Context: an optimization exercise on an open-source flow, tuned for small area, a short achievable clock period and few clock cycles per item. The choices shown serve that exercise and are no tape-out recipe. The RTL was checked by simulation tests, not by an equivalence proof against the original design.

### flow/run.sh
#!/bin/bash
# synth_recipe.tcl (not shown) runs the flow's synth.tcl, then flattens the netlist and writes it again
# the make line also repeats each setting of config.mk as NAME=value (left out here)
make -C /OpenROAD-flow-scripts/flow DESIGN_CONFIG=/design/flow/config.mk WORK_HOME=/design/flow/orfs CLKGATE_MAP_FILE= SYNTH_SCRIPT=/design/flow/synth_recipe.tcl finish
### flow/config.mk
export PLATFORM = sky130hd
export DESIGN_NAME = hinge_cmp
export DESIGN_NICKNAME = hinge_cmp
export VERILOG_FILES = /design/flow/design.v
export SDC_FILE = /design/flow/constraint.sdc
export NUM_CORES = 4
export LEC_CHECK = 0
export CAP_MARGIN = 20
export CORE_MARGIN = 2
export CORE_UTILIZATION = 40
export PLACE_DENSITY = 0.6
export SLEW_MARGIN = 20
### flow/constraint.sdc
create_clock -name core_clock -period 17.0 [get_ports {clk}]
set_input_delay 3.4000 -clock core_clock [delete_from_list [all_inputs] [get_ports {clk}]]
set_output_delay 3.4000 -clock core_clock [all_outputs]
set_load 0.01 [all_outputs]
### flow/design.v
module hinge_cmp (
    input  wire        clk,
    input  wire        rst,
    input  wire        start,
    input  wire        clear,
    input  wire [23:0] clear_u,
    input  wire        form,
    input  wire        integ,
    input  wire [23:0] e_in,
    input  wire [23:0] b0,
    input  wire [23:0] b1,
    input  wire [23:0] b2,
    input  wire [23:0] b3,
    input  wire [23:0] a1,
    input  wire [23:0] a2,
    input  wire [23:0] a3,
    input  wire [5:0]  xb,
    input  wire [5:0]  xa,
    input  wire [5:0]  xe,
    input  wire [5:0]  xu,
    input  wire [23:0] u_min,
    input  wire [23:0] u_max,
    output wire        ready,
    output reg         done,
    output reg  [23:0] u_lim,
    output reg  [23:0] u_raw,
    output reg         sat,
    output reg         ovf,
    output reg         clamp
);
    localparam S_IDLE = 2'd0;
    localparam S_MAC  = 2'd1;
    localparam S_RND  = 2'd2;
    localparam signed [63:0] ACC_MAX = 64'sh7FFF_FFFF_FFFF_FFFF;
    localparam signed [63:0] ACC_MIN = 64'sh8000_0000_0000_0000;
    localparam signed [48:0] MANT_MAX = 49'sd8388607;
    localparam signed [48:0] MANT_MIN = -49'sd8388607;
    reg [1:0] state;
    reg [2:0] step;
    reg        form_q;
    reg        integ_q;
    reg [23:0] e0_q;
    reg [23:0] b0_q, b1_q, b2_q, b3_q, a1_q, a2_q, a3_q;
    reg [5:0]  xb_q, xa_q, xe_q, xu_q;
    reg [23:0] umin_q, umax_q;
    reg [23:0] e1, e2, e3;
    reg [23:0] u1, u2, u3;
    reg signed [63:0] acc;
    reg               sat_q;
    assign ready = (state == S_IDLE);
    reg [23:0] coef, data;
    always @(*) begin
        case (step)
            3'd0: begin coef = b0_q; data = e0_q; end
            3'd1: begin coef = b1_q; data = e1;   end
            3'd2: begin coef = b2_q; data = e2;   end
            3'd3: begin coef = b3_q; data = e3;   end
            3'd4: begin coef = a1_q; data = u1;   end
            3'd5: begin coef = a2_q; data = u2;   end
            default: begin coef = a3_q; data = u3; end
        endcase
    end
    wire signed [47:0] prod = $signed(coef) * $signed(data);
    wire signed [8:0] sh_b = $signed({{3{xb_q[5]}}, xb_q}) + $signed({{3{xe_q[5]}}, xe_q})
                           - $signed({{3{xu_q[5]}}, xu_q}) - 9'sd7;
    wire signed [8:0] sh_a = $signed({{3{xa_q[5]}}, xa_q}) - 9'sd7;
    wire signed [8:0] sh   = (step < 3'd4) ? sh_b : sh_a;
    wire signed [159:0] prod_w = {{112{prod[47]}}, prod};
    wire        [8:0]   sh_neg = -sh;
    wire signed [159:0] shifted = sh[8] ? (prod_w >>> sh_neg[6:0]) : (prod_w <<< sh[6:0]);
    wire fits64 = (shifted[159:63] == {97{shifted[159]}});
    wire signed [63:0] term = fits64 ? shifted[63:0] : (prod[47] ? ACC_MIN : ACC_MAX);
    wire signed [64:0] sum = {acc[63], acc} + {term[63], term};
    wire sum_ovf = (sum[64] != sum[63]);
    wire signed [63:0] acc_next = sum_ovf ? (sum[64] ? ACC_MIN : ACC_MAX) : sum[63:0];
    wire last_step = form_q ? (step == 3'd6) : (step == 3'd5);
    wire [2:0] step_next = (!form_q && step == 3'd2) ? 3'd4 : step + 3'd1;
    wire signed [64:0] acc_rnd = {acc[63], acc} + 65'sd32768;
    wire signed [48:0] rnd     = acc_rnd[64:16];
    wire rnd_hi = (rnd > MANT_MAX);
    wire rnd_lo = (rnd < MANT_MIN);
    wire [23:0] raw = rnd_hi ? MANT_MAX[23:0] : (rnd_lo ? MANT_MIN[23:0] : rnd[23:0]);
    wire lim_lo = ($signed(raw) < $signed(umin_q));
    wire lim_hi = ($signed(raw) > $signed(umax_q));
    wire [23:0] lim = lim_lo ? umin_q : (lim_hi ? umax_q : raw);
    wire sat_all = sat_q | rnd_hi | rnd_lo;
    wire push_raw = integ_q & ~sat_all & ~(lim_lo | lim_hi);
    always @(posedge clk) begin
        if (rst) begin
            state <= S_IDLE;
            step  <= 3'd0;
            done  <= 1'b0;
            e1 <= 24'd0; e2 <= 24'd0; e3 <= 24'd0;
            u1 <= 24'd0; u2 <= 24'd0; u3 <= 24'd0;
        end else begin
            done <= 1'b0;
            case (state)
                S_IDLE: begin
                    if (clear) begin
                        e1 <= 24'd0; e2 <= 24'd0; e3 <= 24'd0;
                        u1 <= clear_u; u2 <= clear_u; u3 <= clear_u;
                    end else if (start) begin
                        form_q  <= form;
                        integ_q <= integ;
                        e0_q    <= e_in;
                        b0_q <= b0; b1_q <= b1; b2_q <= b2; b3_q <= b3;
                        a1_q <= a1; a2_q <= a2; a3_q <= a3;
                        xb_q <= xb; xa_q <= xa; xe_q <= xe; xu_q <= xu;
                        umin_q <= u_min; umax_q <= u_max;
                        acc   <= 64'sd0;
                        sat_q <= 1'b0;
                        step  <= 3'd0;
                        state <= S_MAC;
                    end
                end
                S_MAC: begin
                    acc   <= acc_next;
                    sat_q <= sat_q | ~fits64 | sum_ovf;
                    step  <= step_next;
                    if (last_step)
                        state <= S_RND;
                end
                default: begin
                    u_raw <= raw;
                    u_lim <= lim;
                    sat   <= sat_all;
                    ovf   <= rnd_hi | rnd_lo;
                    clamp <= lim_lo | lim_hi;
                    done  <= 1'b1;
                    e1 <= e0_q; e2 <= e1; e3 <= e2;
                    u1 <= push_raw ? raw : u1; u2 <= u1; u3 <= u2;
                    state <= S_IDLE;
                end
            endcase
        end
    end
endmodule
==> flow_summary.ini <==
[outcome]
outcome = no timing/DRC/antenna violations

[critical_path]
cp_max_fo = 37
crit_required_ps = 17340
crit_path_start = step[0]
critPathMaxStageDelay_ps = 670
path_buf_inv = 15
worstSetupPathType = flip-flop to flip-flop
r2r_start = step[0]
cp_common_cell = buf_4
crit_slowest_cell = fa_1
start_kind = flip-flop
critical-path-top-delay-family = compound AO/OA/AOI/OAI gates
arrival_ps = 16830
worstSetupEndpointType = flip-flop

[grt]
grt_overflow_total = 0
grt_pass1_vias = 57262
grt_start_max_net_pins = 179
track_usage_pct = 32.62
antenna_found_initial = 18
grt_pass1_wl_mm = 378.5

[clock_tree]
clkTransAtPathRegs_ps = 70
hold_buffers = 0
tritoncts = done
cts.sinks = 532
clockBufferDepth = 3
cts_root_buf = clkbuf_16
cts_inserted_buffers = 52
h-tree-depth = 2
insertion_delay_ps = 650

[yosys]
syn_inst = 7010
ys_types = 106
ys.warnings.count = 1
synth_common_cells = nand2_1 (837), inv_1 (789), nor2_1 (665)
yosysTopAreaCell = fa_1
synth_top_area_share_pct = 20.31
synth-edff-count = 382
synth_area_leaders = fa_1 (20%), edfxtp_1 (19%), ha_1 (5.5%)
ys_async_sr_fraction_pct = 0
syn_area_sq_um = 60620
synth_ff_type = edfxtp_1
ys_ff_latch = 532
synth_most_common_cell = nand2_1
synth-seq-area-share_pct = 23.88
syn_nets = 8185
avgSynthCellArea_sq_um = 8.647

[final_layout]
final_util_pct = 47.34
drive_above_1_share_pct = 10.78
multi_input_area_sq_um = 42140
syn_to_final_growth_pct = 17.25
regArea_sq_um = 14480
layout.cells.non_filler = 9531
design_area_sq_um = 71070
nFillCells = 14582
nets = 8637

[route]
wirelength_mm = 255.7
vias_per_cell = 6.019
postRouteAntennaNets = 0
drt_iter0_markers = 5788
route.detailed.drc = 0
vias = 57363
drt_pass1_iterations = 6
wl_per_cell_microns = 26.83

[place]
routabilityCongestion = 1.038
io_buffers = 346
dpl_cell_area_sq_um = 68860
dp_cells = 9411
place_hpwl_mm = 203.3

[sta]
final-hold-violation-count = 0
fmax_mhz = 60.62
tns_ps = 0
min_period_over_period_pct = 97.04
maxSlewHeadroom_pct = 24.93
finalMaxSlewViolations = 0
min_period_ps = 16500
tightest_slew_ps = 1126
setup_viol = 0
fin_skew_ps = 59.38

[die]
core_area_sq_um = 150100
die_h_microns = 393.3
dieArea_sq_um = 154700
ioPinCount = 347
die_x_microns = 393.3
start_util_pct = 40.38
rows = 142

[worst_hold_path]
hold_start = e3[18]
hold_class = flip-flop to flip-flop

[run]
cap_violations = 0
layout make-up:
type | count | share of cell area [%]
multi-input cells | 5255 | 59.29
flip-flops and latches | 532 | 20.37
repair buffers | 830 | 10.20
inverters | 791 | 4.178
well taps | 2016 | 3.549
clock buffers | 64 | 1.908
clock inverters | 34 | 0.4665
diodes | 9 | 0.03169
final timing paths:
path	to	slack, ps	depth (start not counted)
worst max register to register	acc[27]	500	62
worst min register to register	e3[18]	480	1
worst min-delay path	e3[18]	480	1
worst max-delay path	acc[27]	500	62
repair_timing:
action                     4_1_cts  5_1_grt
pin swaps                        0        4
cloned                           0        2
resized for setup                1       99
buffers inserted                 0       10
setup endpoints to repair        1       65
layer usage:
| layer | vias up | share of wire (%) | wire [microns] | track usage [%] |
|---|---|---|---|---|
| met1 | 28415 | 41 | 104300 | 42.71 |
| li1 | 25462 | - | - | - |
| met3 | 624 | 7.9 | 20190 | 5.176 |
| met2 | 2848 | 46 | 116900 | 52.91 |
| met5 | - | 0.033 | 84 | 0 |
| met4 | 14 | 5.6 | 14220 | 14.91 |
state kept, by name, summed over array words and instances (netlist names), 24 cells and up:
register / count
acc: 64
b2_q: 24
u2: 24
e2: 24
a2_q: 24
e1: 24
u_lim: 24
u3: 24
umax_q: 24
b1_q: 24
b0_q: 24
umin_q: 24
a3_q: 24
a1_q: 24
e0_q: 24
u1: 24
b3_q: 24
u_raw: 24
e3: 24
stage by stage:
| step | setup slack [ps] | hold WS [ps] |
|---|---|---|
| final | 503.4 | 476.1 |
| after global routing | -41.99 | 494.0 |
| after CTS | 55.69 | 477.8 |
| after detailed placement | 190.0 | 458.3 |
| after global placement | 210.5 | 456.3 |
| after floorplan | 219.6 | 442.4 |
logic make-up after synthesis:
family          synth area share, %
compound gates                20.25
xor+xnor                      2.240
buf+inv                       7.726
fa+ha+maj                     25.80
mux                           3.404
simple gates                  16.70
flops                         23.88
placed cells by master (no fill, tap or decap), types with 26 or more instances in the layout:
master / synthesis / routed
o22ai_1: 57 / 52
ha_1: 266 / 263
clkbuf_16: 0 / 52
nand2_1: 837 / 836
xor2_1: 52 / 52
or3_1: 43 / 43
and3_1: 41 / 39
a221oi_1: 36 / 33
o21ai_1: 16 / 26
o21a_1: 43 / 40
o21ai_0: 301 / 282
mux2i_1: 142 / 140
dfxtp_1: 150 / 148
buf_4: 4 / 468
a22o_1: 100 / 100
a21o_1: 85 / 83
xnor2_1: 103 / 96
nand2b_1: 52 / 51
inv_1: 789 / 787
a31oi_1: 58 / 54
nand3_1: 137 / 136
fa_1: 615 / 613
a21oi_1: 408 / 403
mux2_2: 52 / 52
nand4_1: 83 / 83
a211oi_1: 79 / 77
o211ai_1: 67 / 67
nor2b_1: 50 / 46
a311oi_1: 57 / 56
nor2_1: 665 / 657
nor3_1: 126 / 121
o31ai_1: 38 / 36
a22oi_1: 98 / 98
edfxtp_1: 382 / 382
nor4_1: 48 / 46
clkdlybuf4s50_1: 0 / 345
and2_1: 59 / 54
Testbench counts, summed over its fixed seeds: cycles 186,246, samples 23,233.

-- afterwards: timing with drivers on the ports --
In the flow no input, the clock included, has a driving cell. The finished layout below was timed again as built, in two steps.
Step 1 assumes that a clkbuf_16 drives the clock port and a buf_2 every other input.
Step 2 adds t to the input delays and takes it off the output delays; t is the mean of the earliest and latest rising clock arrival at the registers after step 1. Input paths then give back, and output paths get back, about the clock's delay inside the block.
Three values: ideal, step 1, step 2; two values: the first two.
shift t [ns]: 0.677
slack for setup (ns): 0.503 / 0.503 / 0.503
worst setup path at the end: register to register
clock arrival spread, ns: 0.061 / 0.061
cell pins on the clock port's net: 1
After both steps this run still meets setup and hold. The setup slack of this run moves by 0.000 ns with the drivers and by 0.000 ns with both steps.
